What follows belongs to an exercise in optimizing a design on an open flow for small area, a short achievable clock period and few clock cycles per item; a production flow would make more cautious choices.
Function was checked by simulation only, so behaviour that the tests miss may differ from the original.
No activity file was given, so power comes from the tool's default toggle rates.

===== flow/config.mk =====
export PLATFORM = sky130hd
export DESIGN_NAME = cmac16
export DESIGN_NICKNAME = cmac16
export VERILOG_FILES = /design/flow/design.v
export SDC_FILE = /design/flow/constraint.sdc
export NUM_CORES = 8
export LEC_CHECK = 0
export CAP_MARGIN = 20
export CORE_MARGIN = 2
export CORE_UTILIZATION = 40
export PLACE_DENSITY = 0.5
export SLEW_MARGIN = 20
export SYNTH_HIERARCHICAL = 1
export TNS_END_PERCENT = 100

===== flow/constraint.sdc =====
create_clock -name core_clock -period 14.0 [get_ports {clk}]
set_input_delay 2.8000 -clock core_clock [delete_from_list [all_inputs] [get_ports {clk}]]
set_output_delay 2.8000 -clock core_clock [all_outputs]
set_load 0.01 [all_outputs]

===== flow/design.v =====
module cmac16 (
    input  wire         clk,
    input  wire         rst,         
    input  wire         in_valid,
    output wire         in_ready,
    input  wire [5:0]   in_op,       
    input  wire [3:0]   in_lane,     
    input  wire [4:0]   in_shift,    
    input  wire         in_sat,      
    input  wire [255:0] in_x,        
    input  wire [255:0] in_w,        
    output reg          resp_valid,
    output reg          resp_ovf,
    output reg  [255:0] resp_data
);
    localparam OP_CMAC   = 6'h30;
    localparam OP_CMACZ  = 6'h31;
    localparam OP_CMACJ  = 6'h32;
    localparam OP_CMACJZ = 6'h33;
    localparam OP_CMACE  = 6'h34;
    localparam OP_CMACEZ = 6'h35;
    localparam OP_NARROW = 6'h38;
    localparam OP_NARROWS = 6'h39;
    assign in_ready = 1'b1;
    wire fire = in_valid & ~rst;
    wire is_mac    = (in_op >= OP_CMAC) && (in_op <= OP_CMACEZ);
    wire is_narrow = (in_op == OP_NARROW) || (in_op == OP_NARROWS);
    reg         v0, nar0, sat0;
    reg [4:0]   shift0;
    wire [15:0] wsel = in_w[in_lane*16 +: 16];
    always @(posedge clk) begin
        v0     <= fire;
        nar0   <= fire & is_narrow;
        sat0   <= in_sat;
        shift0 <= in_shift;
    end
    reg         v1;
    reg [16:0]  ps_i [0:15], pc_i [0:15];    
    reg [16:0]  ps_q [0:15], pc_q [0:15];
    always @(posedge clk) begin
        v1     <= v0 & ~rst;
    end
    wire [31:0] acc_i [0:15];
    wire [31:0] acc_q [0:15];
    wire [31:0] mac_ovf;
    wire [31:0] nar_ovf;
    wire [255:0] nar_data;
    wire [15:0]  lane_ovf;
    genvar g;
    generate
        for (g = 0; g < 16; g = g + 1) begin : lane
            wire       mac, elem, conj, clear, sat1, nar1_l;
            wire [4:0] shift1;
            wire [30:7] ge1;
            cmac16_ctl u_c (
                .clk(clk), .rst(rst), .valid(in_valid), .op(in_op),
                .sat0(sat0), .shift0(shift0), .nar0(nar0), .nar1(nar1_l),
                .mac(mac), .elem(elem), .conj(conj),
                .clear(clear), .sat1(sat1), .shift1(shift1), .ge1(ge1));
            wire [15:0] xg = in_x[16*g +: 16] & {16{mac}};
            wire [3:0] ei_one, ei_two, eq_one, eq_two;
            genvar k;
            for (k = 0; k < 4; k = k + 1) begin : booth
                wire i_hi = xg[2*k+1];
                wire i_md = xg[2*k];
                wire i_lo = (k == 0) ? 1'b0 : xg[2*k-1];
                wire q_hi = xg[8+2*k+1];
                wire q_md = xg[8+2*k];
                wire q_lo = (k == 0) ? 1'b0 : xg[8+2*k-1];
                assign ei_one[k] = i_md ^ i_lo;
                assign ei_two[k] = (i_hi & ~i_md & ~i_lo) | (~i_hi & i_md & i_lo);
                assign eq_one[k] = q_md ^ q_lo;
                assign eq_two[k] = (q_hi & ~q_md & ~q_lo) | (~q_hi & q_md & q_lo);
            end
            reg [3:0] i_one, i_two, i_neg, q_one, q_two, q_neg;
            reg [7:0] wi, wq;
            reg [3:0] nq0, ni0;
            always @(posedge clk) begin
                i_one <= ei_one;
                i_two <= ei_two;
                i_neg <= {xg[7], xg[5], xg[3], xg[1]};
                q_one <= eq_one;
                q_two <= eq_two;
                q_neg <= {xg[15], xg[13], xg[11], xg[9]};
                {wq, wi} <= elem ? in_w[16*g +: 16] : wsel;
                nq0 <= {in_x[16*g+15], in_x[16*g+13], in_x[16*g+11], in_x[16*g+9]} ^ {4{~conj}};
                ni0 <= {in_x[16*g+7], in_x[16*g+5], in_x[16*g+3], in_x[16*g+1]} ^ {4{conj}};
            end
            wire [16:0] psi, pci, psq, pcq;
            cmac16_cdot u_i (
                .a_one(i_one), .a_two(i_two), .a_neg(i_neg),
                .b_one(q_one), .b_two(q_two), .b_neg(nq0),
                .wa(wi), .wb(wq), .ps(psi), .pc(pci));
            cmac16_cdot u_q (
                .a_one(q_one), .a_two(q_two), .a_neg(q_neg),
                .b_one(i_one), .b_two(i_two), .b_neg(ni0),
                .wa(wi), .wb(wq), .ps(psq), .pc(pcq));
            always @(posedge clk) begin
                ps_i[g] <= psi;
                pc_i[g] <= pci;
                ps_q[g] <= psq;
                pc_q[g] <= pcq;
            end
            cmac16_acc u_ai (.clk(clk), .clear(clear), .sat(sat1), .ps(ps_i[g]), .pc(pc_i[g]), .acc(acc_i[g]), .ovf(mac_ovf[2*g]));
            cmac16_acc u_aq (.clk(clk), .clear(clear), .sat(sat1), .ps(ps_q[g]), .pc(pc_q[g]), .acc(acc_q[g]), .ovf(mac_ovf[2*g+1]));
            cmac16_nar u_ni (.a(acc_i[g]), .s(shift1), .ge(ge1), .sat(sat1), .y(nar_data[16*g +: 8]), .ovf(nar_ovf[2*g]));
            cmac16_nar u_nq (.a(acc_q[g]), .s(shift1), .ge(ge1), .sat(sat1), .y(nar_data[16*g+8 +: 8]), .ovf(nar_ovf[2*g+1]));
            assign lane_ovf[g] = mac_ovf[2*g] | mac_ovf[2*g+1]
                               | (nar1_l & (nar_ovf[2*g] | nar_ovf[2*g+1]));
        end
    endgenerate
    always @(posedge clk) begin
        resp_valid <= v1 & ~rst;
        resp_ovf   <= |lane_ovf;
        resp_data  <= nar_data;
    end
endmodule
module cmac16_ctl (
    input  wire       clk,
    input  wire       rst,
    input  wire       valid,
    input  wire [5:0] op,
    input  wire       sat0,
    input  wire [4:0] shift0,
    input  wire       nar0,
    output reg        nar1,
    output wire       mac,      
    output wire       elem,     
    output wire       conj,     
    output wire       clear,
    output reg        sat1,
    output reg  [4:0] shift1,
    output wire [30:7] ge1      
);
    assign mac  = valid & ~rst & (op >= 6'h30) & (op <= 6'h35);
    assign elem = (op == 6'h34) || (op == 6'h35);
    assign conj = (op == 6'h32) || (op == 6'h33);
    wire   repl = (op == 6'h31) || (op == 6'h33) || (op == 6'h35);
    reg repl0, rst1;
    always @(posedge clk) begin
        repl0  <= mac & repl;
        rst1   <= rst;
        sat1   <= sat0;
        shift1 <= shift0;
        nar1   <= nar0;
    end
    assign clear = rst | rst1 | repl0;
    genvar i;
    for (i = 7; i <= 30; i = i + 1) begin : g
        assign ge1[i] = (shift1 <= i - 7);
    end
endmodule
module cmac16_acc (
    input  wire        clk,
    input  wire        clear,
    input  wire        sat,
    input  wire [16:0] ps, pc,
    output reg  [31:0] acc,
    output wire        ovf
);
    wire [17:0] lo = acc[15:0] + ps + pc;
    wire up = lo[17];
    wire dn = ~lo[17] & ~lo[16];
    wire [15:0] hi = acc[31:16];
    wire [15:0] ones, zeros;    
    genvar i;
    for (i = 0; i < 16; i = i + 1) begin : g
        if (i == 0) begin : b0
            assign ones[0] = 1'b1;
            assign zeros[0] = 1'b1;
        end else begin : bi
            assign ones[i] = &hi[i-1:0];
            assign zeros[i] = ~|hi[i-1:0];
        end
    end
    wire [15:0] hn = hi ^ (({16{up}} & ones) | ({16{dn}} & zeros));
    assign ovf = (up & ones[15] & ~hi[15]) | (dn & zeros[15] & hi[15]);
    wire cl = ovf & sat;
    always @(posedge clk)
        acc <= clear ? 32'd0 : cl ? {hi[15], {31{~hi[15]}}} : {hn, lo[15:0]};
endmodule
module cmac16_nar (
    input  wire [31:0] a,
    input  wire [4:0]  s,
    input  wire [30:7] ge,      
    input  wire        sat,
    output wire [7:0]  y,
    output wire        ovf
);
    wire        sg = a[31];
    wire [38:0] ae = {{7{sg}}, a};
    wire [22:0] t16 = s[4] ? ae[38:16] : ae[22:0];
    wire [14:0] t8  = s[3] ? t16[22:8] : t16[14:0];
    wire [10:0] t4  = s[2] ? t8[14:4]  : t8[10:0];
    wire [8:0]  t2  = s[1] ? t4[10:2]  : t4[8:0];
    wire [7:0]  t1  = s[0] ? t2[8:1]   : t2[7:0];
    wire [30:7] d = a[30:7] ^ {24{sg}};
    assign ovf = |(d & ge);
    assign y = (ovf && sat) ? {sg, {7{~sg}}} : t1;
endmodule
module cmac16_cdot (
    input  wire [3:0]  a_one, a_two, a_neg,   
    input  wire [3:0]  b_one, b_two, b_neg,   
    input  wire [7:0]  wa, wb,
    output wire [16:0] ps, pc
);
    wire [8:0] ar0;
    assign ar0[0] = ((a_one[0] & wa[0]) | (a_two[0] & 1'b0)) ^ a_neg[0];
    assign ar0[1] = ((a_one[0] & wa[1]) | (a_two[0] & wa[0])) ^ a_neg[0];
    assign ar0[2] = ((a_one[0] & wa[2]) | (a_two[0] & wa[1])) ^ a_neg[0];
    assign ar0[3] = ((a_one[0] & wa[3]) | (a_two[0] & wa[2])) ^ a_neg[0];
    assign ar0[4] = ((a_one[0] & wa[4]) | (a_two[0] & wa[3])) ^ a_neg[0];
    assign ar0[5] = ((a_one[0] & wa[5]) | (a_two[0] & wa[4])) ^ a_neg[0];
    assign ar0[6] = ((a_one[0] & wa[6]) | (a_two[0] & wa[5])) ^ a_neg[0];
    assign ar0[7] = ((a_one[0] & wa[7]) | (a_two[0] & wa[6])) ^ a_neg[0];
    assign ar0[8] = ((a_one[0] & wa[7]) | (a_two[0] & wa[7])) ^ a_neg[0];
    wire [8:0] ar1;
    assign ar1[0] = ((a_one[1] & wa[0]) | (a_two[1] & 1'b0)) ^ a_neg[1];
    assign ar1[1] = ((a_one[1] & wa[1]) | (a_two[1] & wa[0])) ^ a_neg[1];
    assign ar1[2] = ((a_one[1] & wa[2]) | (a_two[1] & wa[1])) ^ a_neg[1];
    assign ar1[3] = ((a_one[1] & wa[3]) | (a_two[1] & wa[2])) ^ a_neg[1];
    assign ar1[4] = ((a_one[1] & wa[4]) | (a_two[1] & wa[3])) ^ a_neg[1];
    assign ar1[5] = ((a_one[1] & wa[5]) | (a_two[1] & wa[4])) ^ a_neg[1];
    assign ar1[6] = ((a_one[1] & wa[6]) | (a_two[1] & wa[5])) ^ a_neg[1];
    assign ar1[7] = ((a_one[1] & wa[7]) | (a_two[1] & wa[6])) ^ a_neg[1];
    assign ar1[8] = ((a_one[1] & wa[7]) | (a_two[1] & wa[7])) ^ a_neg[1];
    wire [8:0] ar2;
    assign ar2[0] = ((a_one[2] & wa[0]) | (a_two[2] & 1'b0)) ^ a_neg[2];
    assign ar2[1] = ((a_one[2] & wa[1]) | (a_two[2] & wa[0])) ^ a_neg[2];
    assign ar2[2] = ((a_one[2] & wa[2]) | (a_two[2] & wa[1])) ^ a_neg[2];
    assign ar2[3] = ((a_one[2] & wa[3]) | (a_two[2] & wa[2])) ^ a_neg[2];
    assign ar2[4] = ((a_one[2] & wa[4]) | (a_two[2] & wa[3])) ^ a_neg[2];
    assign ar2[5] = ((a_one[2] & wa[5]) | (a_two[2] & wa[4])) ^ a_neg[2];
    assign ar2[6] = ((a_one[2] & wa[6]) | (a_two[2] & wa[5])) ^ a_neg[2];
    assign ar2[7] = ((a_one[2] & wa[7]) | (a_two[2] & wa[6])) ^ a_neg[2];
    assign ar2[8] = ((a_one[2] & wa[7]) | (a_two[2] & wa[7])) ^ a_neg[2];
    wire [8:0] ar3;
    assign ar3[0] = ((a_one[3] & wa[0]) | (a_two[3] & 1'b0)) ^ a_neg[3];
    assign ar3[1] = ((a_one[3] & wa[1]) | (a_two[3] & wa[0])) ^ a_neg[3];
    assign ar3[2] = ((a_one[3] & wa[2]) | (a_two[3] & wa[1])) ^ a_neg[3];
    assign ar3[3] = ((a_one[3] & wa[3]) | (a_two[3] & wa[2])) ^ a_neg[3];
    assign ar3[4] = ((a_one[3] & wa[4]) | (a_two[3] & wa[3])) ^ a_neg[3];
    assign ar3[5] = ((a_one[3] & wa[5]) | (a_two[3] & wa[4])) ^ a_neg[3];
    assign ar3[6] = ((a_one[3] & wa[6]) | (a_two[3] & wa[5])) ^ a_neg[3];
    assign ar3[7] = ((a_one[3] & wa[7]) | (a_two[3] & wa[6])) ^ a_neg[3];
    assign ar3[8] = ((a_one[3] & wa[7]) | (a_two[3] & wa[7])) ^ a_neg[3];
    wire [8:0] br0;
    assign br0[0] = ((b_one[0] & wb[0]) | (b_two[0] & 1'b0)) ^ b_neg[0];
    assign br0[1] = ((b_one[0] & wb[1]) | (b_two[0] & wb[0])) ^ b_neg[0];
    assign br0[2] = ((b_one[0] & wb[2]) | (b_two[0] & wb[1])) ^ b_neg[0];
    assign br0[3] = ((b_one[0] & wb[3]) | (b_two[0] & wb[2])) ^ b_neg[0];
    assign br0[4] = ((b_one[0] & wb[4]) | (b_two[0] & wb[3])) ^ b_neg[0];
    assign br0[5] = ((b_one[0] & wb[5]) | (b_two[0] & wb[4])) ^ b_neg[0];
    assign br0[6] = ((b_one[0] & wb[6]) | (b_two[0] & wb[5])) ^ b_neg[0];
    assign br0[7] = ((b_one[0] & wb[7]) | (b_two[0] & wb[6])) ^ b_neg[0];
    assign br0[8] = ((b_one[0] & wb[7]) | (b_two[0] & wb[7])) ^ b_neg[0];
    wire [8:0] br1;
    assign br1[0] = ((b_one[1] & wb[0]) | (b_two[1] & 1'b0)) ^ b_neg[1];
    assign br1[1] = ((b_one[1] & wb[1]) | (b_two[1] & wb[0])) ^ b_neg[1];
    assign br1[2] = ((b_one[1] & wb[2]) | (b_two[1] & wb[1])) ^ b_neg[1];
    assign br1[3] = ((b_one[1] & wb[3]) | (b_two[1] & wb[2])) ^ b_neg[1];
    assign br1[4] = ((b_one[1] & wb[4]) | (b_two[1] & wb[3])) ^ b_neg[1];
    assign br1[5] = ((b_one[1] & wb[5]) | (b_two[1] & wb[4])) ^ b_neg[1];
    assign br1[6] = ((b_one[1] & wb[6]) | (b_two[1] & wb[5])) ^ b_neg[1];
    assign br1[7] = ((b_one[1] & wb[7]) | (b_two[1] & wb[6])) ^ b_neg[1];
    assign br1[8] = ((b_one[1] & wb[7]) | (b_two[1] & wb[7])) ^ b_neg[1];
    wire [8:0] br2;
    assign br2[0] = ((b_one[2] & wb[0]) | (b_two[2] & 1'b0)) ^ b_neg[2];
    assign br2[1] = ((b_one[2] & wb[1]) | (b_two[2] & wb[0])) ^ b_neg[2];
    assign br2[2] = ((b_one[2] & wb[2]) | (b_two[2] & wb[1])) ^ b_neg[2];
    assign br2[3] = ((b_one[2] & wb[3]) | (b_two[2] & wb[2])) ^ b_neg[2];
    assign br2[4] = ((b_one[2] & wb[4]) | (b_two[2] & wb[3])) ^ b_neg[2];
    assign br2[5] = ((b_one[2] & wb[5]) | (b_two[2] & wb[4])) ^ b_neg[2];
    assign br2[6] = ((b_one[2] & wb[6]) | (b_two[2] & wb[5])) ^ b_neg[2];
    assign br2[7] = ((b_one[2] & wb[7]) | (b_two[2] & wb[6])) ^ b_neg[2];
    assign br2[8] = ((b_one[2] & wb[7]) | (b_two[2] & wb[7])) ^ b_neg[2];
    wire [8:0] br3;
    assign br3[0] = ((b_one[3] & wb[0]) | (b_two[3] & 1'b0)) ^ b_neg[3];
    assign br3[1] = ((b_one[3] & wb[1]) | (b_two[3] & wb[0])) ^ b_neg[3];
    assign br3[2] = ((b_one[3] & wb[2]) | (b_two[3] & wb[1])) ^ b_neg[3];
    assign br3[3] = ((b_one[3] & wb[3]) | (b_two[3] & wb[2])) ^ b_neg[3];
    assign br3[4] = ((b_one[3] & wb[4]) | (b_two[3] & wb[3])) ^ b_neg[3];
    assign br3[5] = ((b_one[3] & wb[5]) | (b_two[3] & wb[4])) ^ b_neg[3];
    assign br3[6] = ((b_one[3] & wb[6]) | (b_two[3] & wb[5])) ^ b_neg[3];
    assign br3[7] = ((b_one[3] & wb[7]) | (b_two[3] & wb[6])) ^ b_neg[3];
    assign br3[8] = ((b_one[3] & wb[7]) | (b_two[3] & wb[7])) ^ b_neg[3];
    wire s0, c0;
    assign s0 = a_neg[0] ^ b_neg[0] ^ ar0[0];
    assign c0 = (a_neg[0] & b_neg[0]) | (a_neg[0] & ar0[0]) | (b_neg[0] & ar0[0]);
    wire s1, c1;
    assign s1 = ar0[1] ^ br0[1];
    assign c1 = ar0[1] & br0[1];
    wire s2, c2;
    assign s2 = a_neg[1] ^ b_neg[1] ^ ar0[2];
    assign c2 = (a_neg[1] & b_neg[1]) | (a_neg[1] & ar0[2]) | (b_neg[1] & ar0[2]);
    wire s3, c3;
    assign s3 = ar1[0] ^ br0[2] ^ br1[0];
    assign c3 = (ar1[0] & br0[2]) | (ar1[0] & br1[0]) | (br0[2] & br1[0]);
    wire s4, c4;
    assign s4 = c1 ^ s2 ^ s3;
    assign c4 = (c1 & s2) | (c1 & s3) | (s2 & s3);
    wire s5, c5;
    assign s5 = ar0[3] ^ ar1[1] ^ br0[3];
    assign c5 = (ar0[3] & ar1[1]) | (ar0[3] & br0[3]) | (ar1[1] & br0[3]);
    wire s6, c6;
    assign s6 = br1[1] ^ c2 ^ c3;
    assign c6 = (br1[1] & c2) | (br1[1] & c3) | (c2 & c3);
    wire s7, c7;
    assign s7 = s5 ^ s6 ^ c4;
    assign c7 = (s5 & s6) | (s5 & c4) | (s6 & c4);
    wire s8, c8;
    assign s8 = a_neg[2] ^ b_neg[2] ^ ar0[4];
    assign c8 = (a_neg[2] & b_neg[2]) | (a_neg[2] & ar0[4]) | (b_neg[2] & ar0[4]);
    wire s9, c9;
    assign s9 = ar1[2] ^ ar2[0] ^ br0[4];
    assign c9 = (ar1[2] & ar2[0]) | (ar1[2] & br0[4]) | (ar2[0] & br0[4]);
    wire s10, c10;
    assign s10 = br1[2] ^ br2[0] ^ c5;
    assign c10 = (br1[2] & br2[0]) | (br1[2] & c5) | (br2[0] & c5);
    wire s11, c11;
    assign s11 = s8 ^ s9 ^ c6;
    assign c11 = (s8 & s9) | (s8 & c6) | (s9 & c6);
    wire s12, c12;
    assign s12 = s10 ^ s11 ^ c7;
    assign c12 = (s10 & s11) | (s10 & c7) | (s11 & c7);
    wire s13, c13;
    assign s13 = ar0[5] ^ ar1[3] ^ ar2[1];
    assign c13 = (ar0[5] & ar1[3]) | (ar0[5] & ar2[1]) | (ar1[3] & ar2[1]);
    wire s14, c14;
    assign s14 = br0[5] ^ br1[3] ^ br2[1];
    assign c14 = (br0[5] & br1[3]) | (br0[5] & br2[1]) | (br1[3] & br2[1]);
    wire s15, c15;
    assign s15 = c8 ^ c9 ^ s13;
    assign c15 = (c8 & c9) | (c8 & s13) | (c9 & s13);
    wire s16, c16;
    assign s16 = s14 ^ c10 ^ s15;
    assign c16 = (s14 & c10) | (s14 & s15) | (c10 & s15);
    wire s17, c17;
    assign s17 = c11 ^ s16;
    assign c17 = c11 & s16;
    wire s18, c18;
    assign s18 = a_neg[3] ^ b_neg[3] ^ ar0[6];
    assign c18 = (a_neg[3] & b_neg[3]) | (a_neg[3] & ar0[6]) | (b_neg[3] & ar0[6]);
    wire s19, c19;
    assign s19 = ar1[4] ^ ar2[2] ^ ar3[0];
    assign c19 = (ar1[4] & ar2[2]) | (ar1[4] & ar3[0]) | (ar2[2] & ar3[0]);
    wire s20, c20;
    assign s20 = br0[6] ^ br1[4] ^ br2[2];
    assign c20 = (br0[6] & br1[4]) | (br0[6] & br2[2]) | (br1[4] & br2[2]);
    wire s21, c21;
    assign s21 = br3[0] ^ c13 ^ c14;
    assign c21 = (br3[0] & c13) | (br3[0] & c14) | (c13 & c14);
    wire s22, c22;
    assign s22 = s18 ^ s19 ^ s20;
    assign c22 = (s18 & s19) | (s18 & s20) | (s19 & s20);
    wire s23, c23;
    assign s23 = s21 ^ c15 ^ s22;
    assign c23 = (s21 & c15) | (s21 & s22) | (c15 & s22);
    wire s24, c24;
    assign s24 = c16 ^ s23 ^ c17;
    assign c24 = (c16 & s23) | (c16 & c17) | (s23 & c17);
    wire s25, c25;
    assign s25 = ar0[7] ^ ar1[5] ^ ar2[3];
    assign c25 = (ar0[7] & ar1[5]) | (ar0[7] & ar2[3]) | (ar1[5] & ar2[3]);
    wire s26, c26;
    assign s26 = ar3[1] ^ br0[7] ^ br1[5];
    assign c26 = (ar3[1] & br0[7]) | (ar3[1] & br1[5]) | (br0[7] & br1[5]);
    wire s27, c27;
    assign s27 = br2[3] ^ br3[1] ^ c18;
    assign c27 = (br2[3] & br3[1]) | (br2[3] & c18) | (br3[1] & c18);
    wire s28, c28;
    assign s28 = c19 ^ c20 ^ s25;
    assign c28 = (c19 & c20) | (c19 & s25) | (c20 & s25);
    wire s29, c29;
    assign s29 = s26 ^ c21 ^ s27;
    assign c29 = (s26 & c21) | (s26 & s27) | (c21 & s27);
    wire s30, c30;
    assign s30 = c22 ^ s28 ^ c23;
    assign c30 = (c22 & s28) | (c22 & c23) | (s28 & c23);
    wire s31, c31;
    assign s31 = s29 ^ s30 ^ c24;
    assign c31 = (s29 & s30) | (s29 & c24) | (s30 & c24);
    wire s32, c32;
    assign s32 = ~ar0[8] ^ ar1[6] ^ ar2[4];
    assign c32 = (~ar0[8] & ar1[6]) | (~ar0[8] & ar2[4]) | (ar1[6] & ar2[4]);
    wire s33, c33;
    assign s33 = ar3[2] ^ ~br0[8] ^ br1[6];
    assign c33 = (ar3[2] & ~br0[8]) | (ar3[2] & br1[6]) | (~br0[8] & br1[6]);
    wire s34, c34;
    assign s34 = br2[4] ^ br3[2] ^ c25;
    assign c34 = (br2[4] & br3[2]) | (br2[4] & c25) | (br3[2] & c25);
    wire s35, c35;
    assign s35 = c26 ^ s32 ^ s33;
    assign c35 = (c26 & s32) | (c26 & s33) | (s32 & s33);
    wire s36, c36;
    assign s36 = c27 ^ s34 ^ c28;
    assign c36 = (c27 & s34) | (c27 & c28) | (s34 & c28);
    wire s37, c37;
    assign s37 = s35 ^ c29 ^ s36;
    assign c37 = (s35 & c29) | (s35 & s36) | (c29 & s36);
    wire s38, c38;
    assign s38 = c30 ^ s37;
    assign c38 = c30 & s37;
    wire s39, c39;
    assign s39 = 1'b1 ^ ar1[7] ^ ar2[5];
    assign c39 = (1'b1 & ar1[7]) | (1'b1 & ar2[5]) | (ar1[7] & ar2[5]);
    wire s40, c40;
    assign s40 = ar3[3] ^ br1[7] ^ br2[5];
    assign c40 = (ar3[3] & br1[7]) | (ar3[3] & br2[5]) | (br1[7] & br2[5]);
    wire s41, c41;
    assign s41 = br3[3] ^ c32 ^ c33;
    assign c41 = (br3[3] & c32) | (br3[3] & c33) | (c32 & c33);
    wire s42, c42;
    assign s42 = s39 ^ s40 ^ c34;
    assign c42 = (s39 & s40) | (s39 & c34) | (s40 & c34);
    wire s43, c43;
    assign s43 = s41 ^ c35 ^ s42;
    assign c43 = (s41 & c35) | (s41 & s42) | (c35 & s42);
    wire s44, c44;
    assign s44 = c36 ^ s43 ^ c37;
    assign c44 = (c36 & s43) | (c36 & c37) | (s43 & c37);
    wire s45, c45;
    assign s45 = 1'b1 ^ ~ar1[8] ^ ar2[6];
    assign c45 = (1'b1 & ~ar1[8]) | (1'b1 & ar2[6]) | (~ar1[8] & ar2[6]);
    wire s46, c46;
    assign s46 = ar3[4] ^ ~br1[8] ^ br2[6];
    assign c46 = (ar3[4] & ~br1[8]) | (ar3[4] & br2[6]) | (~br1[8] & br2[6]);
    wire s47, c47;
    assign s47 = br3[4] ^ c39 ^ c40;
    assign c47 = (br3[4] & c39) | (br3[4] & c40) | (c39 & c40);
    wire s48, c48;
    assign s48 = s45 ^ s46 ^ c41;
    assign c48 = (s45 & s46) | (s45 & c41) | (s46 & c41);
    wire s49, c49;
    assign s49 = s47 ^ c42 ^ s48;
    assign c49 = (s47 & c42) | (s47 & s48) | (c42 & s48);
    wire s50, c50;
    assign s50 = c43 ^ s49;
    assign c50 = c43 & s49;
    wire s51, c51;
    assign s51 = ar2[7] ^ ar3[5] ^ br2[7];
    assign c51 = (ar2[7] & ar3[5]) | (ar2[7] & br2[7]) | (ar3[5] & br2[7]);
    wire s52, c52;
    assign s52 = br3[5] ^ c45 ^ c46;
    assign c52 = (br3[5] & c45) | (br3[5] & c46) | (c45 & c46);
    wire s53, c53;
    assign s53 = s51 ^ c47 ^ s52;
    assign c53 = (s51 & c47) | (s51 & s52) | (c47 & s52);
    wire s54, c54;
    assign s54 = c48 ^ s53 ^ c49;
    assign c54 = (c48 & s53) | (c48 & c49) | (s53 & c49);
    wire s55, c55;
    assign s55 = 1'b1 ^ ~ar2[8] ^ ar3[6];
    assign c55 = (1'b1 & ~ar2[8]) | (1'b1 & ar3[6]) | (~ar2[8] & ar3[6]);
    wire s56, c56;
    assign s56 = ~br2[8] ^ br3[6] ^ c51;
    assign c56 = (~br2[8] & br3[6]) | (~br2[8] & c51) | (br3[6] & c51);
    wire s57, c57;
    assign s57 = s55 ^ c52 ^ s56;
    assign c57 = (s55 & c52) | (s55 & s56) | (c52 & s56);
    wire s58, c58;
    assign s58 = c53 ^ s57;
    assign c58 = c53 & s57;
    wire s59, c59;
    assign s59 = ar3[7] ^ br3[7] ^ c55;
    assign c59 = (ar3[7] & br3[7]) | (ar3[7] & c55) | (br3[7] & c55);
    wire s60, c60;
    assign s60 = c56 ^ s59 ^ c57;
    assign c60 = (c56 & s59) | (c56 & c57) | (s59 & c57);
    wire s61, c61;
    assign s61 = 1'b1 ^ ~ar3[8] ^ ~br3[8];
    assign c61 = (1'b1 & ~ar3[8]) | (1'b1 & ~br3[8]) | (~ar3[8] & ~br3[8]);
    wire s62, c62;
    assign s62 = s61 ^ c59;
    assign c62 = s61 & c59;
    assign ps = {1'b0, c61, c60, c58, c54, c50, c44, c38, c31, s31, s24, c12, s12, s7, s4, c0, br0[0]};
    assign pc = {1'b0, c62, s62, s60, s58, s54, s50, s44, s38, 1'b0, 1'b0, s17, 1'b0, 1'b0, 1'b0, s1, s0};
endmodule

===== flow/flow/run.sh =====
#!/bin/bash
# Layout flow: the standard ORFS flow (standard.sh), unchanged, run in two
# parts. Floorplan and placement run as standard; from clock tree synthesis
# on, the timing repair steps are asked for a setup slack of SETUP_MARGIN ns
# (flow/setup_margin) at the design's own clock period and constraints, so
# that they keep shortening the worst paths after the design meets the clock.
# (config.mk's SETUP_SLACK_MARGIN stops at 5 ns.) Sizing may change a cell's
# footprint (MATCH_CELL_FOOTPRINT=0), and ports are buffered with buf_4.
# Each tool's full output is in orfs/logs/; standard.sh's own output goes to
# standard_*.log here.
set -euo pipefail
cd "$(dirname "$0")/.."
MARGIN=$(cat flow/setup_margin)
KNOBS=(MATCH_CELL_FOOTPRINT=0 "BUFFER_PORTS_ARGS=-buffer_cell sky130_fd_sc_hd__buf_4")
bash standard.sh "${KNOBS[@]}" SETUP_SLACK_MARGIN=0 place > standard_place.log 2>&1
bash standard.sh "${KNOBS[@]}" SETUP_SLACK_MARGIN="$MARGIN" finish > standard_finish.log 2>&1

===== flow/flow/setup_margin =====
9.5

===== flow/standard.sh =====
#!/bin/bash
# synth_recipe.tcl (not shown) runs the flow's synth.tcl, then flattens the netlist and writes it again
# the make line also repeats each setting of config.mk as NAME=value (left out here)
make -C /OpenROAD-flow-scripts/flow DESIGN_CONFIG=/design/flow/config.mk WORK_HOME=/design/flow/orfs CLKGATE_MAP_FILE= SYNTH_SCRIPT=/design/flow/synth_recipe.tcl "${@:-finish}"

==> results of run 1 <==
## power breakdown
group          leakage (nW)  total, mW  internal, mW  switching, mW
registers              27.3       15.7          11.8           3.88
logic                  89.5       31.4          13.7           17.7
clock network          7.05       11.6          6.90           4.69
## path summary, 6_finish.rpt
path	from	to	slack [ns]
max	ps_i[7][1]	resp_ovf	9.19
min	v0	v1	0.46
max reg2reg	ps_i[7][1]	resp_ovf	9.19
min reg2reg	v0	v1	0.46
## Yosys stat by module, one instance, submodules excluded
| module | flops+latches | copies in the design | cells | cell area, um^2 |
|---|---|---|---|---|
| cmac16 | 2123 | 1 | 3776 | 54600 |
| cmac16_cdot | 0 | 32 | 337 | 3030 |
| cmac16_acc | 32 | 32 | 289 | 2650 |
| cmac16_nar | 0 | 32 | 183 | 1420 |
| cmac16_ctl | 9 | 16 | 55 | 504 |
## cells in the mapped netlist, drive strengths merged, types with 170 or more instances
library cell	n	area, um^2
a21o	192	1480
a21oi	1152	5830
a22oi	2176	17000
a31oi	224	1400
and2	526	3330
and3	304	1980
buf	2640	19400
clkbuf	460	3290
dfxtp	3291	65900
fa	2208	44200
ha	864	10800
inv	3072	11500
mux2	477	5370
mux2i	960	9610
mux4	288	6740
nand2	1420	5490
nand2b	402	2510
nand3	481	2570
nor2	638	2510
nor2b	170	1140
nor3	288	1780
o21ai	1760	9050
o22ai	384	2600
o31ai	192	1440
or2	253	1740
or3	176	1100
xnor2	2048	17900
xor2	1216	10700
## critical path: stages, from the launching register on
cell and delay [ns]:
dfxtp_1 0.31, fa_1 0.54, ha_1 0.26, inv_1 0.11, fa_1 0.47, nor2b_1 0.22, o31ai_1 0.11, a211o_1 0.38
and3_2 0.29, o22ai_4 0.21, nor2b_2 0.08, nand2_1 0.07, o21ai_1 0.24, nor4_2 0.46, nand4_1 0.56, nor2_1 0.25
nand2_1 0.07
## through the flow
step	hold slack [ns]	utilization [%]	total power [mW]	setup slack, ns	std cells
floorplan	0.414	-	39.4	9.55	30736
detailed placement	0.430	40.2	46.5	8.17	38479
global route	0.468	42.4	63.1	9.19	39374
finish	0.456	42.5	58.7	9.19	39478
CTS	0.454	42.3	58.8	9.33	39255
global placement	0.431	40.2	46.4	8.07	38475
## state kept, by name (all words and copies together) (netlist names), 80 cells and up
signal	count
lane.u_ai.acc	512
pc_i	272
lane.u_c.shift1	80
lane.wi	128
ps_i	272
pc_q	272
lane.u_aq.acc	512
lane.wq	128
resp_data	256
ps_q	272
## per-layer routing
layer | global-route usage, % | vias up | wire length, um
li1 | - | 102659 | -
met3 | 7.37 | 1715 | 102000
met5 | 0 | - | 360
met4 | 12.0 | 54 | 48600
met2 | 42.1 | 9446 | 458000
met1 | 38.4 | 113100 | 457000
## final cells by class
cell class	count	share of cell area [%]
inverter	3072	3.76
sequential	3291	21.6
clock buffer	541	3.78
timing repair buffer	1349	3.43
tap	9577	3.91
antenna	191	0.156
multi-input combinational	21241	62.4
clock inverter	216	0.966
## logic make-up (layout without fill, tap and decap cells)
family | after synthesis | count (layout) | share of synthesized area [%]
AO/OA/AOI/OAI | 7827 | 7827 | 19.2
XOR/XNOR | 3264 | 3264 | 9.86
adder cells (fa/ha/maj) | 3072 | 3072 | 19.0
buffers and inverters | 6204 | 5178 | 11.9
flip-flops | 3291 | 3291 | 22.7
multiplexers | 1725 | 1725 | 7.49
other | 33 | 416 | 0.0427
AND/OR/NAND/NOR | 5128 | 5128 | 9.80
## what timing repair did
action                                 CTS  global route
endpoints found under the hold margin    0             0
pin swaps                               22            21
setup endpoints to repair              259           624
buffers inserted                        19            32
gates resized for setup                232            89
==> impl_metrics.json, run 1 <==
{
  "p_leak_nw": 124,
  "critPathCaptureType": "flip-flop",
  "worstPathMaxFanout": 6,
  "hp-class": "flip-flop to flip-flop",
  "die_h_um": 855,
  "regArea_um2": 66200,
  "drc": 0,
  "fmax_mhz": 208,
  "io_buffers": 788,
  "dieArea_um2": 732000,
  "clk_path_buf_depth": 4,
  "antenna_found_initial": 206,
  "gp_congestion": 0.977,
  "maxCapViolations": 0,
  "layout_commonest_cell": "dfxtp_1",
  "hold_buffers": 0,
  "cts_tree": "done",
  "synth_warnings": 17,
  "routed_wl_um": 1070000,
  "post-route-period-util_pct": 34.3,
  "grt-ovfl-total": 0,
  "design_area_um2": 307000,
  "setup_viol": 0,
  "r2r_cells": 16,
  "outcome": "complete, no violations",
  "arrival_ns": 5.71,
  "synth_edf_count": 0,
  "clk_latency_ns": 1.10,
  "clk_pin_slew_ns": 0.06,
  "syn_area_per_cell_um2": 9.49,
  "startpoint_type": "flip-flop",
  "min_period_ns": 4.81,
  "cts_buffers": 410,
  "hold_viol": 0,
  "fin_worst_skew_ns": 0.0736,
  "setup_tns_ns": 0,
  "wire_per_inst_um": 27.0,
  "area_growth_syn_to_layout_pct": 5.79,
  "synth_flop_cell": "dfxtp_1",
  "dp_hpwl_um": 816000,
  "synth_seq_cells": 3291,
  "fin_nets": 32968,
  "async_flop_share_pct": 0,
  "drv_slew": 0,
  "grt_pass1_vias": 222283,
  "tightest_slew_ns": 1.17,
  "htree_levels": 5,
  "dieWidth_um": 855,
  "required_ns": 14.90,
  "critPathKind": "flip-flop to flip-flop",
  "rsz0062_at_grt": "yes",
  "power.density_nw_per_um2": 191,
  "multi_input_area_um2": 191000,
  "netlist_instances": 30544,
  "start_util_pct": 40.1,
  "fillCellCount": 70730,
  "cts-root-buf": "clkbuf_16",
  "grt_pass1_wl_um": 1550000,
  "seq_area_frac_synth_pct": 22.7,
  "num_io_pins": 790,
  "track_usage_pct": 28.2,
  "grt_max_degree": 73,
  "core_area_um2": 722000,
  "layout_common_cells": "dfxtp_1, inv_1, fa_1, xnor2_1, a22oi_1",
  "synth_area_um2": 290000,
  "dr.pass1.iters": 7,
  "place_area_um2": 290000,
  "viasPerCell": 5.75,
  "drive_gt1_share_pct": 14.4,
  "rows": 312,
  "min_path_cells": 1,
  "vias": 226974,
  "synthDistinctLibCells": 102,
  "ir_worst_vdd_mv": 0.123,
  "slew_headroom_pct": 20.7,
  "dr.first_iter.drc_count": 21693,
  "cts.sinks": 3291,
  "antenna_left": 0
}
Testbench counts, summed over its fixed seeds: cycles 24,417, items 24,393.
==> inputs of run 2 (changes only) <==
--- a/flow/design.v
+++ b/flow/design.v
@@ -359,4 +359,4 @@
     wire s24, c24;
-    assign s24 = c16 ^ s23 ^ c17;
-    assign c24 = (c16 & s23) | (c16 & c17) | (s23 & c17);
+    assign s24 = c16 ^ s23;
+    assign c24 = c16 & s23;
     wire s25, c25;
@@ -380,4 +380,4 @@
     wire s31, c31;
-    assign s31 = s29 ^ s30 ^ c24;
-    assign c31 = (s29 & s30) | (s29 & c24) | (s30 & c24);
+    assign s31 = s29 ^ c24;
+    assign c31 = s29 & c24;
     wire s32, c32;
@@ -401,4 +401,4 @@
     wire s38, c38;
-    assign s38 = c30 ^ s37;
-    assign c38 = c30 & s37;
+    assign s38 = c30 ^ s37 ^ c31;
+    assign c38 = (c30 & s37) | (c30 & c31) | (s37 & c31);
     wire s39, c39;
@@ -475,4 +475,4 @@
     assign c62 = s61 & c59;
-    assign ps = {1'b0, c61, c60, c58, c54, c50, c44, c38, c31, s31, s24, c12, s12, s7, s4, c0, br0[0]};
-    assign pc = {1'b0, c62, s62, s60, s58, s54, s50, s44, s38, 1'b0, 1'b0, s17, 1'b0, 1'b0, 1'b0, s1, s0};
+    assign ps = {1'b0, c61, c60, c58, c54, c50, c44, c38, s38, s30, c17, c12, s12, s7, s4, c0, br0[0]};
+    assign pc = {1'b0, c62, s62, s60, s58, s54, s50, s44, 1'b0, s31, s24, s17, 1'b0, 1'b0, 1'b0, s1, s0};
 endmodule
--- a/flow/config.mk
+++ b/flow/config.mk
@@ -9,4 +9,4 @@
 export CORE_MARGIN = 2
-export CORE_UTILIZATION = 40
-export PLACE_DENSITY = 0.5
+export CORE_UTILIZATION = 60
+export PLACE_DENSITY = 0.7
 export SLEW_MARGIN = 20
==> run 2 against run 1 <==
First-iteration DRC count rose by 21%. Count of clock-buffer cells in the layout is 33 lower. Clock skew is 0.030 ns lower. Highest routed layer unchanged. Still clean. Largest power group unchanged. Cell area shrank 1.6%. Sequential share of layout area grew 0.27 points.
==> impl_metrics.json, run 2 <==
{
  "dieWidth_um": 705,
  "layout_common_cells": "dfxtp_1, inv_1, xnor2_1, fa_1, a22oi_1",
  "cts_tree": "done",
  "drc": 0,
  "post-route-period-util_pct": 33.3,
  "top_usage_layer": "met2",
  "largestRegisters": "lane.u_ai.acc x512, lane.u_aq.acc x512",
  "r2r_setup_slack_ns": 9.34,
  "synth_seq_cells": 3291,
  "setup_tns_ns": 0,
  "startpoint_type": "flip-flop",
  "final_cells": 36022,
  "syn_area_per_cell_um2": 9.74,
  "power.switching_mw": 25.8,
  "power_frac_comb_pct": 54.3,
  "switching_share_pct": 44.8,
  "seq_area_frac_synth_pct": 22.3,
  "clockPowerShare_pct": 18.5,
  "synth_common_cells": "dfxtp_1, inv_1, fa_1, xnor2_1, a22oi_1",
  "hold_viol": 0,
  "p_leak_nw": 122,
  "rr_startpoint": "lane[6].u_ai.acc[12]",
  "place_area_um2": 287000,
  "fin_worst_skew_ns": 0.0439,
  "critPathKind": "flip-flop to flip-flop",
  "dp_hpwl_um": 734000,
  "drive_gt1_share_pct": 15.5,
  "hp-class": "flip-flop to flip-flop",
  "synth_edf_count": 0,
  "synth_top_area_share_pct": 22.3,
  "start_util_pct": 60.2,
  "dr.pass1.iters": 8,
  "worstPathMaxFanout": 15,
  "regToRegEndpoint": "resp_ovf",
  "p_seq_share_pct": 27.2,
  "synth_most_common_cell": "dfxtp_1",
  "grt-ovfl-total": 0,
  "async_flop_share_pct": 0,
  "min_path_cells": 1,
  "io_buffers": 788,
  "r2r_cells": 15,
  "grt_util_met2_pct": 55.0,
  "wire_per_inst_um": 27.0,
  "cts.sinks": 3291,
  "slew_headroom_pct": 16.4,
  "vias": 230953,
  "min_period_ns": 4.66,
  "clk_path_buf_depth": 4,
  "setup_viol": 0,
  "grt_max_degree": 73,
  "maxCapViolations": 0,
  "cts_buffers": 380,
  "critPathCaptureType": "flip-flop",
  "cts-root-buf": "clkbuf_16",
  "arrival_ns": 5.56,
  "grt_util_met1_pct": 48.7,
  "layout_commonest_cell": "dfxtp_1",
  "use_met3_pct": 13.0,
  "track_usage_pct": 37.8,
  "num_io_pins": 790,
  "antenna_left": 0,
  "die_h_um": 705,
  "htree_levels": 5,
  "clk_latency_ns": 1.05,
  "area_growth_syn_to_layout_pct": 2.27,
  "hold_buffers": 0,
  "fmax_mhz": 214,
  "clk_pin_slew_ns": 0.07,
  "fin_nets": 32652,
  "synthDistinctLibCells": 104,
  "hold_end": "v1",
  "core_area_um2": 490000,
  "rsz0062_at_grt": "yes",
  "grt_pass1_wl_um": 1440000,
  "outcome": "complete, no violations",
  "hp-start": "v0",
  "required_ns": 14.90,
  "antenna_found_initial": 187,
  "dr.first_iter.drc_count": 26259,
  "final_util_pct": 61.6,
  "place_inst": 35101,
  "dieArea_um2": 498000,
  "synth_top_area_cell": "dfxtp_1",
  "gp_congestion": 1.04,
  "rows": 257,
  "synth_area_leaders": "dfxtp_1, fa_1, xnor2_1, a22oi_1, ha_1",
  "routed_wl_um": 972000,
  "netlist_instances": 30320,
  "drv_slew": 0,
  "power.density_nw_per_um2": 191,
  "viasPerCell": 6.41,
  "internal_power_mw": 31.8,
  "grt_pass1_vias": 222815,
  "synth_flop_cell": "dfxtp_1",
  "synth_warnings": 17,
  "ir_worst_vdd_mv": 0.175,
  "design_area_um2": 302000,
  "tightest_slew_ns": 1.25,
  "synth_area_um2": 295000
}
## run 2: final cells by class
type | count | area [um^2]
multi-input cells | 21209 | 194000
fillers | 41525 | 188000
flip-flops and latches | 3291 | 66000
inverters | 2912 | 10900
clock buffers | 508 | 10800
repair buffers | 1255 | 9500
well taps | 6475 | 8100
clock inverters | 181 | 2480
diodes | 191 | 478
## run 2: metrics by stage
stage               power, mW  worst slack, ns  hold slack [ns]
floorplan                39.8             9.55            0.414
global placement         45.4             8.09            0.488
detailed placement       46.0             8.11            0.498
CTS                      57.0             9.28            0.497
global route             61.6             9.25            0.511
finish                   57.7             9.34            0.502
## run 2: modules after synthesis (local to each module, per instance)
module | copies in the design | cells
cmac16 | 1 | 3776
cmac16_cdot | 32 | 330
cmac16_acc | 32 | 289
cmac16_nar | 32 | 183
cmac16_ctl | 16 | 55
## run 2: timing repair
action,4_1_cts,5_1_grt
pin swaps,3,22
gates resized for setup,70,82
setup buffers,2,37
setup endpoints to repair,295,591
## run 2: cell families (layout without fill, tap and decap cells)
family,after synthesis,after routing,share of synthesized area [%]
fa+ha+maj,3072,3072,18.6
mux,1725,1725,7.40
buf+inv,5980,4856,12.7
compound gates,7827,7827,19.7
xor+xnor,3264,3264,9.68
flops,3291,3291,22.3
simple gates,5128,5128,9.68
other cells,33,384,0.0420
## run 2: power by group through the flow
| stage | logic, mW | clock network, mW | registers [mW] |
|---|---|---|---|
| after detailed placement | 30.3 | 0 | 15.7 |
| after global placement | 29.7 | 0 | 15.7 |
| after CTS | 30.6 | 10.8 | 15.5 |
| after global routing | 34.5 | 11.2 | 15.9 |
| final | 31.3 | 10.7 | 15.7 |
| after floorplan | 25.7 | 0 | 14.1 |
## run 2: worst max-delay path by stage
stage	startpoint	to	slack (ns)	cells past startpoint
finish	lane[6].u_ai.acc[12]	resp_ovf	9.34	15
detailed placement	in_lane[0]	lane[7].wq[0]	8.11	6
floorplan	in_lane[0]	lane[10].wq[6]	9.55	7
global route	lane[15].u_aq.acc[0]	resp_ovf	9.25	19
global placement	lane[8].u_aq.acc[12]	resp_ovf	8.09	14
CTS	lane[4].u_aq.acc[15]	resp_ovf	9.28	14
## run 2: per-layer routing
| metal | share of wire (%) | vias up |
|---|---|---|
| met1 | 39 | 112902 |
| met2 | 42 | 13134 |
| met4 | 6.5 | 94 |
| met3 | 13 | 2746 |
| met5 | 0.063 | - |
| li1 | - | 102077 |
## run 2: worst max-delay path, cell delays in order (launching register included)
cell and delay (ns):
dfxtp_1 0.50, fa_1 0.48, ha_1 0.37, a21oi_1 0.16
o21ai_1 0.12, a311oi_1 0.64, a21oi_1 0.28, o22ai_4 0.52
nor2b_2 0.11, nand2_1 0.08, o21ai_0 0.10, buf_4 0.23
nor4_4 0.44, nand4_1 0.26, nor2_1 0.17, nand2_1 0.06
Testbench counts of run 2, summed over its fixed seeds: cycles 24,417, items 24,393.
==> inputs of run 3 (changes only) <==
==> flow/flow/setup_margin (replaced) <==
10
--- a/flow/config.mk
+++ b/flow/config.mk
@@ -9,4 +9,4 @@
 export CORE_MARGIN = 2
-export CORE_UTILIZATION = 60
-export PLACE_DENSITY = 0.7
+export CORE_UTILIZATION = 65
+export PLACE_DENSITY = 0.75
 export SLEW_MARGIN = 20
==> run 3 against run 2 <==
Worst setup slack improved by 0.25 ns. Final cell count shrank 1.2%. Sequential power barely moved. Flip-flop and latch count unchanged. Still clean. Register-to-register slack improved by 0.32 ns.
==> impl_metrics.json, run 3 <==
{
  "slew_headroom_pct": 5.95,
  "regToRegEndpoint": "resp_ovf",
  "synth_area_um2": 295000,
  "place_area_um2": 286000,
  "rows": 247,
  "start_util_pct": 65.2,
  "maxCapViolations": 0,
  "cts.sinks": 3291,
  "synth_warnings": 17,
  "final_cells": 35578,
  "synth_most_common_cell": "dfxtp_1",
  "cp_num_cells": 1,
  "cts-root-buf": "clkbuf_16",
  "final_util_pct": 67.3,
  "synth_fa_ha_area_share_pct": 18.6,
  "largestRegisters": "lane.u_ai.acc x512, lane.u_aq.acc x512",
  "outcome": "complete, no violations",
  "place_inst": 34597,
  "htree_levels": 5,
  "dr.pass1.iters": 10,
  "synth_edf_count": 0,
  "drv_slew": 0,
  "drive_gt1_share_pct": 17.6,
  "post-route-period-util_pct": 31.6,
  "min_period_ns": 4.42,
  "seq_area_frac_synth_pct": 22.3,
  "synth_seq_cells": 3291,
  "drc": 0,
  "antenna_found_initial": 150,
  "rsz0062_at_grt": "yes",
  "hp-class": "flip-flop to flip-flop",
  "worstPathMaxFanout": 1,
  "r2r_cells": 15,
  "critPathCaptureType": "output port",
  "dieWidth_um": 678,
  "path_delay_family": "flip-flops",
  "critPathKind": "flip-flop to output port",
  "vias": 231948,
  "cp.buffers_inverters": 1,
  "startpoint_type": "flip-flop",
  "crit_start": "resp_ovf",
  "viasPerCell": 6.52,
  "fin_worst_skew_ns": 0.0600,
  "gp_congestion": 1.05,
  "grt_max_degree": 73,
  "grt_pass1_vias": 223469,
  "layout_commonest_cell": "inv_1",
  "synth_compound_area_share_pct": 19.7,
  "routed_wl_um": 973000,
  "synth_flop_cell": "dfxtp_1",
  "synth_common_cells": "dfxtp_1, inv_1, fa_1, xnor2_1, a22oi_1",
  "critPathSlowestCell": "dfxtp_4",
  "synth_top_family_by_area": "compound AO/OA/AOI/OAI gates",
  "power.density_nw_per_um2": 192,
  "clk_latency_ns": 1.06,
  "async_flop_share_pct": 0,
  "synthDistinctLibCells": 104,
  "cp-endpoint": "resp_ovf",
  "synth_top_area_cell": "dfxtp_1",
  "clk_pin_slew_ns": 0.07,
  "crit_chain": "buf_6",
  "fin_nets": 32711,
  "dp_hpwl_um": 728000,
  "yosys.area_share.simple_pct": 9.68,
  "wire_per_inst_um": 27.4,
  "synth_top_area_share_pct": 22.3,
  "fmax_mhz": 226,
  "grt_pass1_wl_um": 1440000,
  "design_area_um2": 304000,
  "slowest_delay_ns": 0.45,
  "antenna_left": 0,
  "ir_worst_vdd_mv": 0.187,
  "syn_area_per_cell_um2": 9.74,
  "core_area_um2": 452000,
  "cts_tree": "done",
  "grt-ovfl-total": 0,
  "p_leak_nw": 123,
  "rr_startpoint": "lane[4].u_aq.acc[14]",
  "synth_area_leaders": "dfxtp_1, fa_1, xnor2_1, a22oi_1, ha_1",
  "layout_common_cells": "inv_1, dfxtp_1, xnor2_1, fa_1, a22oi_1",
  "clk_path_buf_depth": 4,
  "arrival_ns": 1.62,
  "setup_viol": 0,
  "required_ns": 11.20,
  "finalPower_mw": 58.4,
  "dr.first_iter.drc_count": 27317,
  "tightest_slew_ns": 1.41,
  "dieArea_um2": 460000,
  "io_buffers": 788,
  "netlist_instances": 30320,
  "cts_buffers": 377,
  "num_io_pins": 790,
  "synth_mux_area_share_pct": 7.40,
  "area_growth_syn_to_layout_pct": 3.08,
  "die_h_um": 678,
  "setup_tns_ns": 0,
  "synthXorXnorAreaFrac_pct": 9.68,
  "track_usage_pct": 41.0,
  "hold_viol": 0,
  "r2r_setup_slack_ns": 9.66
}
==> run 3: cell types whose count changed in the layout (fill, tap and decap cells not counted), sizes merged <==
cell / before / now
diode: 191 / 171
buf: 1255 / 1313
inv: 2943 / 2955
clkinv: 78 / 98
a211oi: 144 / 147
clkinvlp: 27 / 32
clkbuf: 508 / 483
bufinv: 45 / 47
==> run 3: timing repair <==
item,CTS,global route
hold endpoints to repair,0,0
cloned,3,1
endpoints found under the setup margin,1368,1122
pin swaps,25,56
buffers inserted,19,85
resized for setup,692,410
hold buffers,0,0
==> run 3: worst min-delay path by stage <==
stage / from / end / depth (start not counted)
floorplan: v1 / resp_valid / 1
global placement: v0 / v1 / 1
detailed placement: v0 / v1 / 1
CTS: v0 / v1 / 1
global route: v0 / v1 / 1
finish: v0 / v1 / 1
==> run 3: final cells by class <==
cell class	count	area, um^2
multi-input cells	21212	194000
fillers	36207	148000
flip-flops and latches	3291	66700
repair buffers	1314	11100
inverters	2912	10900
clock buffers	482	10600
well taps	5976	7480
clock inverters	220	2760
diodes	171	428
==> run 3: modules after synthesis, one instance, submodules excluded <==
module / flip-flops and latches / cells / cell area (um^2) / times used
cmac16: 2123 / 3776 / 54600 / 1
cmac16_acc: 32 / 289 / 2650 / 32
cmac16_cdot: 0 / 330 / 3190 / 32
cmac16_ctl: 9 / 55 / 504 / 16
cmac16_nar: 0 / 183 / 1420 / 32
==> run 3: where the power goes <==
group          switching (mW)  total [mW]  internal (mW)
Combinational            17.7        31.8           14.1
Sequential               3.91        15.8           11.9
Clock                    4.46        10.7           6.26
==> run 3: stage by stage <==
stage	worst slack, ns	hold slack, ns
after floorplan	9.55	0.414
after global placement	8.33	0.448
after detailed placement	8.29	0.445
after CTS	9.52	0.467
after global routing	9.54	0.477
final	9.58	0.463
==> run 3: kinds of logic after synthesis <==
| group | after synthesis |
|---|---|
| AND/OR/NAND/NOR | 5128 |
| AO/OA/AOI/OAI | 7827 |
| multiplexers | 1725 |
| XOR/XNOR | 3264 |
| buffers and inverters | 5980 |
| flip-flops | 3291 |
| adder cells (fa/ha/maj) | 3072 |
| other | 33 |
==> run 3: routing by layer <==
| layer | GRT usage, % | up-vias | part of all wire (%) |
|---|---|---|---|
| met5 | 0 | - | 0.035 |
| met4 | 29.3 | 56 | 8.3 |
| met3 | 13.2 | 2987 | 12 |
| met2 | 59.7 | 13519 | 42 |
| met1 | 51.4 | 113161 | 37 |
| li1 | - | 102225 | - |
==> inputs of run 4 (changes only) <==
--- a/flow/design.v
+++ b/flow/design.v
@@ -36,3 +36,3 @@
     end
-    reg         v1;
+    reg         v1, v2;
     reg [16:0]  ps_i [0:15], pc_i [0:15];    
@@ -41,2 +41,3 @@
         v1     <= v0 & ~rst;
+        v2     <= v1 & ~rst;
     end
@@ -48,2 +49,4 @@
     wire [15:0]  lane_ovf;
+    reg  [15:0]  lane_ovf2;
+    reg  [255:0] nar_data2;
     genvar g;
@@ -112,5 +115,7 @@
     always @(posedge clk) begin
-        resp_valid <= v1 & ~rst;
-        resp_ovf   <= |lane_ovf;
-        resp_data  <= nar_data;
+        lane_ovf2  <= lane_ovf;
+        nar_data2  <= nar_data;
+        resp_valid <= v2 & ~rst;
+        resp_ovf   <= |lane_ovf2;
+        resp_data  <= nar_data2;
     end
==> flow/flow/setup_margin (replaced) <==
10.5
==> run 4 against run 3 <==
Still clean. Final cell count is 5.6% higher. Cell area is 9.7% higher. Register-to-register slack better by 0.27 ns. Via count is 5.7% higher. Total power is 8.5% higher. Worst hold slack worse by 0.18 ns. Clock skew is 0.026 ns higher. Routed wire length is 8.7% higher. Largest cell class unchanged.
==> impl_metrics.json, run 4 <==
{
  "dr.pass1.iters": 11,
  "synth_top_area_cell": "dfxtp_1",
  "num_io_pins": 790,
  "path_delay_family": "flip-flops",
  "tightest_slew_ns": 1.18,
  "cts_buffers": 401,
  "hold_viol": 0,
  "synth_warnings": 17,
  "clk_pin_slew_ns": 0.07,
  "post-route-period-util_pct": 31.9,
  "synth_area_leaders": "dfxtp_1, fa_1, xnor2_1, a22oi_1, ha_1",
  "cts_tree": "done",
  "antenna_found_initial": 223,
  "synth_edf_count": 0,
  "maxCapViolations": 0,
  "rows": 249,
  "preCtsSetupSlack_ns": 8.11,
  "clk_path_buf_depth": 4,
  "grt_max_degree": 73,
  "worstPathMaxFanout": 1,
  "clockPowerShare_pct": 18.1,
  "clk_latency_ns": 1.14,
  "critPathKind": "flip-flop to output port",
  "synth_most_common_cell": "dfxtp_1",
  "core_area_um2": 460000,
  "gp_congestion": 1.04,
  "area_growth_syn_to_layout_pct": 11.1,
  "drive_gt1_share_pct": 26.3,
  "drv_slew": 0,
  "start_util_pct": 65.3,
  "seq_area_frac_synth_pct": 23.7,
  "track_usage_pct": 42.6,
  "critPathSlowestCell": "dfxtp_4",
  "vias": 245093,
  "dieArea_um2": 468000,
  "cp.buffers_inverters": 1,
  "hp-class": "flip-flop to flip-flop",
  "fin_nets": 34457,
  "largestRegisters": "lane.u_ai.acc x512, lane.u_aq.acc x512",
  "netlist_instances": 30609,
  "layout_common_cells": "inv_1, dfxtp_1, xnor2_1, buf_4, fa_1",
  "setup_slack_ns": 9.54,
  "antenna_left": 0,
  "dp_hpwl_um": 737000,
  "internal_power_mw": 35.3,
  "io_buffers": 788,
  "critPathCaptureType": "output port",
  "dieWidth_um": 684,
  "grt_pass1_wl_um": 1520000,
  "power_frac_comb_pct": 54.6,
  "fin_worst_skew_ns": 0.0855,
  "routed_wl_um": 1060000,
  "viasPerCell": 6.53,
  "rsz0062_at_grt": "yes",
  "cts.sinks": 3564,
  "async_flop_share_pct": 0,
  "required_ns": 11.20,
  "min_period_ns": 4.46,
  "layout_commonest_cell": "inv_1",
  "grt-ovfl-total": 0,
  "synthDistinctLibCells": 102,
  "synth_top_area_share_pct": 23.7,
  "p_leak_nw": 136,
  "startpoint_type": "flip-flop",
  "synth_common_cells": "dfxtp_1, inv_1, fa_1, xnor2_1, a22oi_1",
  "power.density_nw_per_um2": 190,
  "ir_worst_vdd_mv": 0.180,
  "syn_area_per_cell_um2": 9.82,
  "die_h_um": 684,
  "synth_area_um2": 301000,
  "arrival_ns": 1.66,
  "drc": 0,
  "slowest_delay_ns": 0.44,
  "htree_levels": 5,
  "setup_tns_ns": 0,
  "dr.first_iter.drc_count": 28595,
  "outcome": "complete, no violations",
  "setup_viol": 0,
  "cts-root-buf": "clkbuf_16",
  "crit_chain": "buf_6",
  "p_seq_share_pct": 27.2,
  "switching_share_pct": 44.3,
  "power.switching_mw": 28.0,
  "fmax_mhz": 224,
  "synth_seq_cells": 3564,
  "slew_headroom_pct": 20.5,
  "final_cells": 37560,
  "synth_flop_cell": "dfxtp_1",
  "final_util_pct": 72.5,
  "place_inst": 35036,
  "grt_pass1_vias": 232775,
  "wire_per_inst_um": 28.2
}
[run 4: changes by cell type in the layout (fill, tap and decap cells not counted), moves of 216 or more]
| cell | delta |
|---|---|
| fa_2 | +216 |
| buf_4 | +939 |
| a22oi_2 | +233 |
| buf_12 | +262 |
| a22oi_1 | -233 |
| fa_1 | -216 |
| dfxtp_4 | +264 |
[run 4: final timing paths]
| kind | startpoint | endpoint | slack (ns) | cells past startpoint |
|---|---|---|---|---|
| worst min register to register | nar_data2[128] | resp_data[128] | 0.28 | 0 |
| worst min-delay path | nar_data2[128] | resp_data[128] | 0.28 | 0 |
| worst max register to register | lane[7].q_one[2] | ps_q[7][8] | 9.93 | 12 |
| worst max-delay path | resp_data[255] | resp_data[255] | 9.54 | 1 |
[run 4: cells by family (layout without fill, tap and decap cells)]
| kind of cell | Yosys count | after routing | share of synthesized area, % |
|---|---|---|---|
| AO/OA/AOI/OAI | 7823 | 7841 | 19.3 |
| multiplexers | 1728 | 1728 | 7.26 |
| flip-flops | 3564 | 3564 | 23.7 |
| buffers and inverters | 5981 | 6377 | 12.4 |
| other | 33 | 408 | 0.0412 |
| XOR/XNOR | 3264 | 3264 | 9.51 |
| AND/OR/NAND/NOR | 5144 | 5157 | 9.50 |
| adder cells (fa/ha/maj) | 3072 | 3072 | 18.2 |
[run 4: area by class of cell]
type	instances	area [um^2]
Timing Repair Buffer	2719	26200
Tap cell	6149	7690
Antenna cell	215	538
Sequential cell	3564	73300
Inverter	2913	11000
Multi-Input combinational cell	21255	201000
Fill cell	32872	126000
Clock inverter	241	3090
Clock buffer	504	11200
[run 4: per-stage QoR]
stage               total power [mW]  hold WS [ns]  area [um^2]
detailed placement              47.3         0.312       292000
floorplan                       41.0         0.310       301000
global placement                46.8         0.310       292000
finish                          63.3         0.279       334000
CTS                             60.7         0.272       321000
global route                    67.1         0.283       334000
[run 4: timing repair]
action | in CTS | in global routing
hold buffers | 0 | 0
cloned | 32 | 31
gates resized for setup | 2372 | 1715
pin swaps | 386 | 804
endpoints found under the setup margin | 2293 | 1875
buffers inserted | 833 | 667
[run 4: power groups by stage]
stage,registers (mW),clock network (mW),logic [mW]
6_report,17.2,11.5,34.6
5_1_grt,17.5,12.0,37.7
4_1_cts,17.0,11.5,32.2
3_5_place_dp,17.1,0,30.2
3_3_place_gp,17.1,0,29.7
2_1_floorplan,15.3,0,25.7
[run 4: per-module statistics from Yosys, one instance, submodules excluded]
module / copies in the design / cells
cmac16_ctl: 16 / 55
cmac16_nar: 32 / 183
cmac16: 1 / 4065
cmac16_cdot: 32 / 330
cmac16_acc: 32 / 289
[run 4: per-layer routing]
| layer | global-route usage [%] | wire length, um | share of wire (%) |
|---|---|---|---|
| met5 | 0.510 | 925 | 0.087 |
| met4 | 37.4 | 112000 | 11 |
| met3 | 11.9 | 118000 | 11 |
| met2 | 63.0 | 453000 | 43 |
| met1 | 51.0 | 374000 | 35 |
Testbench counts of run 4, summed over its fixed seeds: cycles 24,425, items 24,393.
==> inputs of run 5 (changes only) <==
--- a/flow/design.v
+++ b/flow/design.v
@@ -36,3 +36,5 @@
     end
-    reg         v1, v2;
+    reg         v1;
+    reg [30:7]  ge1;     
+    integer     gi;
     reg [16:0]  ps_i [0:15], pc_i [0:15];    
@@ -41,3 +43,4 @@
         v1     <= v0 & ~rst;
-        v2     <= v1 & ~rst;
+        for (gi = 7; gi <= 30; gi = gi + 1)
+            ge1[gi] <= (shift0 <= gi - 7);
     end
@@ -49,4 +52,2 @@
     wire [15:0]  lane_ovf;
-    reg  [15:0]  lane_ovf2;
-    reg  [255:0] nar_data2;
     genvar g;
@@ -56,3 +57,2 @@
             wire [4:0] shift1;
-            wire [30:7] ge1;
             cmac16_ctl u_c (
@@ -61,3 +61,3 @@
                 .mac(mac), .elem(elem), .conj(conj),
-                .clear(clear), .sat1(sat1), .shift1(shift1), .ge1(ge1));
+                .clear(clear), .sat1(sat1), .shift1(shift1));
             wire [15:0] xg = in_x[16*g +: 16] & {16{mac}};
@@ -115,7 +115,5 @@
     always @(posedge clk) begin
-        lane_ovf2  <= lane_ovf;
-        nar_data2  <= nar_data;
-        resp_valid <= v2 & ~rst;
-        resp_ovf   <= |lane_ovf2;
-        resp_data  <= nar_data2;
+        resp_valid <= v1 & ~rst;
+        resp_ovf   <= |lane_ovf;
+        resp_data  <= nar_data;
     end
@@ -136,4 +134,3 @@
     output reg        sat1,
-    output reg  [4:0] shift1,
-    output wire [30:7] ge1      
+    output reg  [4:0] shift1
 );
@@ -152,6 +149,2 @@
     assign clear = rst | rst1 | repl0;
-    genvar i;
-    for (i = 7; i <= 30; i = i + 1) begin : g
-        assign ge1[i] = (shift1 <= i - 7);
-    end
 endmodule
==> flow/flow/setup_margin (replaced) <==
10
==> run 5 against run 4 <==
Routed wire length is 0.68% lower. Cell area is 9.8% lower. Critical path depth is 9 higher. Worst hold slack better by 0.18 ns. Global-route usage is 2.4 points higher. Maximum frequency is 1.0% lower. Final cell count is 6.5% lower. First-iteration DRC count is 3.4% higher. Area after synthesis is 3.4% lower. Critical path type is now flip-flop to flip-flop. Sequential share of layout area is 0.34 points higher.
==> impl_metrics.json, run 5 <==
{
  "outcome": "complete, no violations",
  "drive_gt1_share_pct": 17.1,
  "rsz0062_at_grt": "yes",
  "maxCapViolations": 0,
  "hp-start": "v0",
  "final_util_pct": 67.7,
  "ir_worst_vdd_mv": 0.228,
  "synth_most_common_cell": "dfxtp_1",
  "layout_common_cells": "dfxtp_1, inv_1, xnor2_1, fa_1, a22oi_1",
  "viasPerCell": 6.66,
  "switching_share_pct": 45.2,
  "num_io_pins": 790,
  "hold_buffers": 0,
  "synth_flop_cell": "dfxtp_1",
  "seq_area_frac_synth_pct": 22.9,
  "drv_slew": 0,
  "critPathSlowestCell": "nand4_1",
  "p_seq_share_pct": 27.2,
  "clk_latency_ns": 1.05,
  "dr.first_iter.drc_count": 29571,
  "synth_top_area_share_pct": 22.9,
  "setup_slack_ns": 9.50,
  "track_usage_pct": 45.0,
  "startpoint_type": "flip-flop",
  "async_flop_share_pct": 0,
  "fin_worst_skew_ns": 0.0619,
  "cts_buffers": 372,
  "grt_max_degree": 63,
  "tightest_slew_ns": 1.30,
  "grt_pass1_wl_um": 1520000,
  "htree_levels": 5,
  "hold_viol": 0,
  "dieWidth_um": 672,
  "cp.buffers_inverters": 2,
  "cts-root-buf": "clkbuf_16",
  "gp_congestion": 1.06,
  "grt-ovfl-total": 0,
  "crit_chain": "buf_4 > buf_4 > a22oi_1 > nand4_1 > or3_1 > and2_1 > o21ai_1 > nand4_1 > nor4_1 > nand2_1",
  "synth_area_um2": 290000,
  "synth_edf_count": 0,
  "internal_power_mw": 32.2,
  "vias": 234124,
  "critPathCaptureType": "flip-flop",
  "area_growth_syn_to_layout_pct": 3.73,
  "synth_seq_cells": 3315,
  "syn_area_per_cell_um2": 9.75,
  "fmax_mhz": 222,
  "preCtsSetupSlack_ns": 8.20,
  "antenna_found_initial": 193,
  "final_cells": 35137,
  "place_inst": 34154,
  "post-route-period-util_pct": 32.2,
  "io_buffers": 788,
  "rr_startpoint": "ge1[19]",
  "drc": 0,
  "fin_nets": 32300,
  "cts.sinks": 3315,
  "synth_area_leaders": "dfxtp_1, fa_1, xnor2_1, a22oi_1, ha_1",
  "grt_pass1_vias": 224819,
  "synth_warnings": 17,
  "wire_per_inst_um": 29.9,
  "dieArea_um2": 452000,
  "power.switching_mw": 26.5,
  "synth_common_cells": "dfxtp_1, inv_1, fa_1, xnor2_1, a22oi_1",
  "slowest_delay_ns": 0.66,
  "setup_viol": 0,
  "critPathKind": "flip-flop to flip-flop",
  "p_leak_nw": 122,
  "dr.pass1.iters": 10,
  "largestRegisters": "lane.u_ai.acc x512, lane.u_aq.acc x512",
  "setup_tns_ns": 0
}
run 5: final timing paths:
path	endpoint	slack [ns]	cells past startpoint
max	resp_ovf	9.50	10
min	v1	0.46	1
max reg2reg	resp_ovf	9.50	10
min reg2reg	v1	0.46	1
run 5: metrics by stage:
step	area [um^2]	total power [mW]	hold slack, ns
2_1_floorplan	291000	39.6	0.414
3_3_place_gp	284000	45.5	0.441
3_5_place_dp	284000	46.2	0.435
4_1_cts	299000	57.5	0.450
5_1_grt	301000	62.1	0.464
6_report	301000	58.6	0.459
run 5: modules after synthesis (local to each module, per instance):
module	flops+latches	area, um^2	times used	cells
cmac16	2147	55300	1	3837
cmac16_cdot	0	3150	32	330
cmac16_acc	32	2650	32	289
cmac16_nar	0	1420	32	183
cmac16_ctl	9	254	16	17
run 5: layer usage:
metal,global-route usage [%],wire length [um]
met3,14.0,129000
met2,65.3,442000
met5,0.138,774
met4,40.4,112000
met1,53.6,368000
run 5: area by class of cell:
cell class                 instances  area, um^2
antenna                          203         508
clock buffer                     498       10600
clock inverter                   185        2280
fill                           34907      144000
inverter                        2867       10800
multi-input combinational      20779      191000
sequential                      3315       67200
tap                             5928        7420
timing repair buffer            1362       11400
run 5: cells by family after synthesis:
logic type	count (synthesis)	synth area share (%)
multiplexers	1722	7.51
AO/OA/AOI/OAI	7606	19.3
buffers and inverters	5841	12.2
AND/OR/NAND/NOR	4920	9.39
XOR/XNOR	3264	9.85
other	33	0.0427
flip-flops	3315	22.9
adder cells (fa/ha/maj)	3072	18.9
run 5: worst reg2reg max path, stage by stage, from the launching register on:
cell and delay, ns:
dfxtp_4 0.56, buf_4 0.40, buf_4 0.44, a22oi_1 0.46, nand4_1 0.12, or3_1 0.44
and2_1 0.22, o21ai_1 0.49, nand4_1 0.66, nor4_1 0.56, nand2_1 0.08
run 5: power groups by stage:
stage | clock, mW | sequential (mW) | combinational, mW
4_1_cts | 10.6 | 15.7 | 31.3
3_3_place_gp | 0 | 15.7 | 29.8
5_1_grt | 10.9 | 16.1 | 35.1
6_report | 10.5 | 15.9 | 32.2
3_5_place_dp | 0 | 15.7 | 30.4
2_1_floorplan | 0 | 14.2 | 25.5
run 5: timing repair:
item                        CTS  global route
setup buffers                22            71
resized for setup           733           355
pin swaps                    26            61
gates cloned                  1             3
setup endpoints to repair  1184          1180
Testbench counts of run 5, summed over its fixed seeds: cycles 24,417, items 24,393.

Re-timed with assumed drivers on the ports (clkbuf_16 on the clock, buf_2 on other inputs), run 5 has 9.458 ns of setup slack against 9.496 ns with ideal ports, and 8.658 ns once port delays also move by the mid clock arrival of 1.154 ns.
